Source: an optimization exercise on an open RTL-to-GDS flow (aim: small area, a short achievable clock period and few clock cycles per item). Production flows keep margins and buffers that such runs may drop.
In this exercise RTL edits were held to simulation tests only and were not proved equivalent to the original.

## run 1
==> flow/design.v (excerpt) <==
module gra_mac (
    input  wire         clk,
    input  wire         rst,
    input  wire         start,
    input  wire [6:0]   nwords,      
    input  wire [255:0] key,
    input  wire [63:0]  ctr,
    output wire         ready,
    input  wire         in_valid,
    input  wire [31:0]  in_data,
    output wire         in_ready,
    output wire         done,
    output wire [127:0] mac
);
Settings: LEC_CHECK=0, ABC_AREA=1, CAP_MARGIN=20, CORE_MARGIN=2, CORE_UTILIZATION=40, SETUP_SLACK_MARGIN=5, SLEW_MARGIN=20, SYNTH_HIERARCHICAL=1; clock period 10.0 ns.
standard.sh (not shown) runs the stock make flow with config.mk's settings and CLKGATE_MAP_FILE= SYNTH_SCRIPT=/design/flow/synth_recipe.tcl, a recipe that flattens the netlist after the stock synthesis.
==> flow/flow/run.sh <==
#!/bin/bash
set -euo pipefail
export BUFFER_PORTS_ARGS="-buffer_cell sky130_fd_sc_hd__buf_1"
export CTS_ARGS="-sink_clustering_enable -repair_clock_nets -dont_use_dummy_load"
sed -e 's/SETUP_SLACK_MARGIN=5/SETUP_SLACK_MARGIN=6/' standard.sh > standard_custom.sh
grep -q 'SETUP_SLACK_MARGIN=6' standard_custom.sh
bash standard_custom.sh > flow.log 2>&1
Testbench counts of run 1, summed over its fixed seeds: cycles 102,088, items 320.
> inputs changed (run 1 -> run 2)
Settings: ABC_AREA removed (was 1).
==> flow/flow/run.sh <==
#!/bin/bash
set -euo pipefail
export BUFFER_PORTS_ARGS="-buffer_cell sky130_fd_sc_hd__buf_1"
export CTS_ARGS="-sink_clustering_enable -repair_clock_nets -dont_use_dummy_load -buf_list {sky130_fd_sc_hd__clkbuf_4 sky130_fd_sc_hd__clkbuf_8}"
sed -e 's/SETUP_SLACK_MARGIN=5/SETUP_SLACK_MARGIN=5/' standard.sh > standard_custom.sh
grep -q 'SETUP_SLACK_MARGIN=5' standard_custom.sh
bash standard_custom.sh > flow.log 2>&1
Results
Synthesized-area fraction occupied by xor and xnor cells, run 2 and run 1: smaller value in run 1. Across both runs, area share of fa/ha/maj cells after synthesis was higher for run 2 than for run 1. Delta (run 2 minus run 1): number of fill cells went down, placed instance count went down, clock-buffer cell count went up.
#### Input delta (run 3 over run 2)
==> flow/flow/run.sh <==
#!/bin/bash
set -euo pipefail
export BUFFER_PORTS_ARGS="-buffer_cell sky130_fd_sc_hd__buf_1"
export CTS_ARGS="-sink_clustering_enable -repair_clock_nets -dont_use_dummy_load"
sed -e 's/SETUP_SLACK_MARGIN=5/SETUP_SLACK_MARGIN=5/' standard.sh > standard_custom.sh
grep -q 'SETUP_SLACK_MARGIN=5' standard_custom.sh
bash standard_custom.sh > flow.log 2>&1
Notes after the runs:
The timing endpoint of the critical path comes out in_ready_r in one run and p[31] in the other, namely in run 3 and run 2 respectively.
Comparing first-iteration DRC count for run 2 and run 3, the bigger number came from run 2.
The sequential share of layout area in run 3 was lower than what run 2 gave.
In the reports for run 2 and run 3, the smaller global-route usage belongs to run 3.

========
Starting RTL as in the previous note.
clock: 10.0 ns
lec_check: 0
abc_area: 1
cap_margin: 20
core_margin: 2
core_utilization: 40
setup_slack_margin: 5
slew_margin: 20
synth_hierarchical: 1
==> flow/flow/run.sh <==
#!/bin/bash
set -euo pipefail
export BUFFER_PORTS_ARGS="-buffer_cell sky130_fd_sc_hd__buf_1"
export CTS_ARGS="-sink_clustering_enable -repair_clock_nets -dont_use_dummy_load"
sed -e 's/SETUP_SLACK_MARGIN=5/SETUP_SLACK_MARGIN=5/' standard.sh > standard_custom.sh
grep -q 'SETUP_SLACK_MARGIN=5' standard_custom.sh
bash standard_custom.sh > flow.log 2>&1
The starting point completed with no timing, DRC or antenna violations.
Testbench counts at the start, summed over its fixed seeds: cycles 102,088, items 320.
==> next run, changes <==
==> flow/flow/run.sh (replaced) <==
#!/bin/bash
set -euo pipefail
export BUFFER_PORTS_ARGS="-buffer_cell sky130_fd_sc_hd__buf_1"
export CTS_ARGS="-sink_clustering_enable -repair_clock_nets -dont_use_dummy_load -buf_list {sky130_fd_sc_hd__clkbuf_4 sky130_fd_sc_hd__clkbuf_8}"
sed -e 's/SETUP_SLACK_MARGIN=5/SETUP_SLACK_MARGIN=5.5/' standard.sh > standard_custom.sh
grep -q 'SETUP_SLACK_MARGIN=5.5' standard_custom.sh
bash standard_custom.sh > flow.log 2>&1
ABC_AREA = not set   (was 1)
=> The new run ran to the end with no violations. Sequential cell count is unchanged. Cell count falls by roughly a tenth. Non-clock buffer count grows by 151. Cell area climbs by a few percent. Worst setup slack is better by 0.057 ns. Count of clock-buffer cells in the layout rose by 62. Utilization went up by 2.4 points.
==> next run, changes <==
==> flow/run.sh (new file) <==
#!/bin/bash
# synth_recipe.tcl (not shown) runs the flow's synth.tcl, then flattens the netlist and writes it again
# the make line also repeats each setting of config.mk as NAME=value (left out here)
make -C /OpenROAD-flow-scripts/flow DESIGN_CONFIG=/design/flow/config.mk WORK_HOME=/design/flow/orfs CLKGATE_MAP_FILE= SYNTH_SCRIPT=/design/flow/synth_recipe.tcl finish
ABC_AREA = 1   (was not set)
removed: flow/flow/run.sh
removed: flow/standard.sh
Result:
- area after synthesis is higher by 2.3%
- setup slack loses 0.011 ns
- clock-buffer cell count came out lower by 30
- final area rises by 4.3%
- via count grows by 13%
- maximum frequency hardly moves
- worst hold slack improves by 0.051 ns

========
Another version of the RTL of gra_mac (not shown whole).
Size in the first run: about 6700 cells after synthesis, roughly 59000 um^2 of cells after synthesis.
clock: 10.0 ns
lec_check: 0
abc_area: 1
cap_margin: 20
core_margin: 2
core_utilization: 50
setup_slack_margin: 5
slew_margin: 20
synth_hierarchical: 1
tns_end_percent: 0
==> flow/flow/run.sh <==
#!/bin/bash
set -euo pipefail
export BUFFER_PORTS_ARGS="-buffer_cell sky130_fd_sc_hd__buf_1"
export CTS_ARGS="-sink_clustering_enable -repair_clock_nets -dont_use_dummy_load -buf_list {sky130_fd_sc_hd__clkbuf_4 sky130_fd_sc_hd__clkbuf_8}"
sed -e 's/SETUP_SLACK_MARGIN=5/SETUP_SLACK_MARGIN=5.5/' standard.sh > standard_custom.sh
grep -q 'SETUP_SLACK_MARGIN=5.5' standard_custom.sh
bash standard_custom.sh > flow.log 2>&1
Testbench counts at the start, summed over its fixed seeds: cycles 102,088, items 320.
Next try:
TNS_END_PERCENT = default   (was 0)
What happened: Cell area increases slightly; via count is about the same; hold slack barely changes; worst setup slack gains 55 ps; synthesized cell count stays the same; die area stays the same; area after synthesis does not change; non-clock buffer count came out higher by 13; routed wire length increases slightly.
Next try:
TNS_END_PERCENT = 10   (was default)
Clock skew is lower by 6.7 ps; via count stays flat; global-route usage is about the same; critical path depth went down by 3; design area barely changes; wire length stays flat; final cell count barely changes; area after synthesis is unchanged; die area does not change.
Next try:
CORE_UTILIZATION = 40   (was 50)
TNS_END_PERCENT = default   (was 10)
Result: The changed run ran to the end with no violations. Die area rises by 25%. Count of clock-buffer cells in the layout went down by 2. Final cell count is higher by 3.9%.
Next try:
==> flow/flow/run.sh (replaced) <==
#!/bin/bash
set -euo pipefail
export BUFFER_PORTS_ARGS="-buffer_cell sky130_fd_sc_hd__buf_1"
export CTS_ARGS="-sink_clustering_enable -repair_clock_nets -dont_use_dummy_load"
sed -e 's/SETUP_SLACK_MARGIN=5/SETUP_SLACK_MARGIN=5.5/' standard.sh > standard_custom.sh
grep -q 'SETUP_SLACK_MARGIN=5.5' standard_custom.sh
bash standard_custom.sh > flow.log 2>&1
Result: The changed run passed the timing, design-rule and antenna checks. Core utilization came out higher by 0.17 points. Routed wire length decreases by 0.46%. Hold slack improves by 42 ps. Synthesized cell count stays the same. Setup slack is worse by 56 ps. Final area goes up by 0.36%. Sequential share of layout area went down by 0.14 points. Fmax goes down by 1.2%.

========
Starting RTL as in the previous note.
// gra_mac
module gra_mac (
    input  wire         clk,
    input  wire         rst,
    input  wire         start,
    input  wire [6:0]   nwords,      
    input  wire [255:0] key,
    input  wire [63:0]  ctr,
    output wire         ready,
    input  wire         in_valid,
    input  wire [31:0]  in_data,
    output wire         in_ready,
    output wire         done,
    output wire [127:0] mac
);
clock: 10.0 ns
lec_check: 0
abc_area: 1
cap_margin: 20
core_margin: 2
core_utilization: 40
setup_slack_margin: 5
slew_margin: 20
synth_hierarchical: 1
==> flow/flow/run.sh <==
#!/bin/bash
set -euo pipefail
export BUFFER_PORTS_ARGS="-buffer_cell sky130_fd_sc_hd__buf_1"
export CTS_ARGS="-sink_clustering_enable -repair_clock_nets -dont_use_dummy_load -buf_list {sky130_fd_sc_hd__clkbuf_4 sky130_fd_sc_hd__clkbuf_8}"
sed -e 's/SETUP_SLACK_MARGIN=5/SETUP_SLACK_MARGIN=5.75/' standard.sh > standard_custom.sh
grep -q 'SETUP_SLACK_MARGIN=5.75' standard_custom.sh
bash standard_custom.sh > flow.log 2>&1
Testbench counts at the start, summed over its fixed seeds: cycles 102,088, items 320.
Change:
==> flow/flow/run.sh (replaced) <==
#!/bin/bash
set -euo pipefail
export BUFFER_PORTS_ARGS="-buffer_cell sky130_fd_sc_hd__buf_1"
export CTS_ARGS="-sink_clustering_enable -repair_clock_nets -dont_use_dummy_load -buf_list {sky130_fd_sc_hd__clkbuf_4 sky130_fd_sc_hd__clkbuf_8}"
sed -e 's/SETUP_SLACK_MARGIN=5/SETUP_SLACK_MARGIN=5.5/' standard.sh > standard_custom.sh
grep -q 'SETUP_SLACK_MARGIN=5.5' standard_custom.sh
bash standard_custom.sh > flow.log 2>&1
--- a/flow/config.mk
+++ b/flow/config.mk
@@ -7,3 +7,2 @@
 export LEC_CHECK = 0
-export ABC_AREA = 1
 export CAP_MARGIN = 20
=> Design area goes down by about 3%; area after synthesis goes down by 2.1%; final cell count goes down by 13%; via count goes down by 11%; utilization goes down by 0.27 points.

what the ideal ports hide:
The flow's constraints put no driver on any port. The routed layouts listed below were extracted and timed again, unchanged, in two steps.
Step 1 assumes that a clkbuf_16 drives the clock port and a buf_2 every other input.
Step 2 also shifts input and output timing later by t, the mid clock arrival at the registers, as if the neighbouring blocks saw the same clock.
Slacks: ideal ports / drivers / drivers and shift; pairs: ideal ports / drivers.
run	shift t [ns]	slack for setup (ns)	clock arrival spread, ns	pins driven straight from the clock port
run 1	0.800	5.438 / 5.438 / 5.438	0.093 / 0.094	1
run 2	0.961	5.014 / 5.014 / 4.695	0.094 / 0.094	1
run 3	0.770	5.017 / 5.017 / 4.609	0.094 / 0.094	1
the first run of note 2	0.792	5.067 / 5.067 / 5.067	0.086 / 0.086	1
the second run of note 2	0.938	5.124 / 5.124 / 4.816	0.100 / 0.100	1
the third run of note 2	0.844	5.113 / 5.113 / 5.113	0.074 / 0.073	1
the first run of note 3	0.973	5.413 / 5.413 / 5.413	0.143 / 0.144	1
the second run of note 3	0.967	5.468 / 5.468 / 5.468	0.147 / 0.147	1
the third run of note 3	0.971	5.456 / 5.456 / 5.456	0.141 / 0.140	1
the fourth run of note 3	0.951	5.368 / 5.368 / 5.368	0.142 / 0.142	1
the fifth run of note 3	0.794	5.312 / 5.312 / 5.312	0.112 / 0.112	1
the first run of note 4	0.971	5.534 / 5.534 / 5.534	0.127 / 0.127	1
the second run of note 4	0.945	4.990 / 4.990 / 4.990	0.109 / 0.110	1
After both steps every run listed still meets setup and hold. For run 3, which loses most, drivers alone change the setup slack by 0.000 ns; drivers and shift together by -0.408 ns.
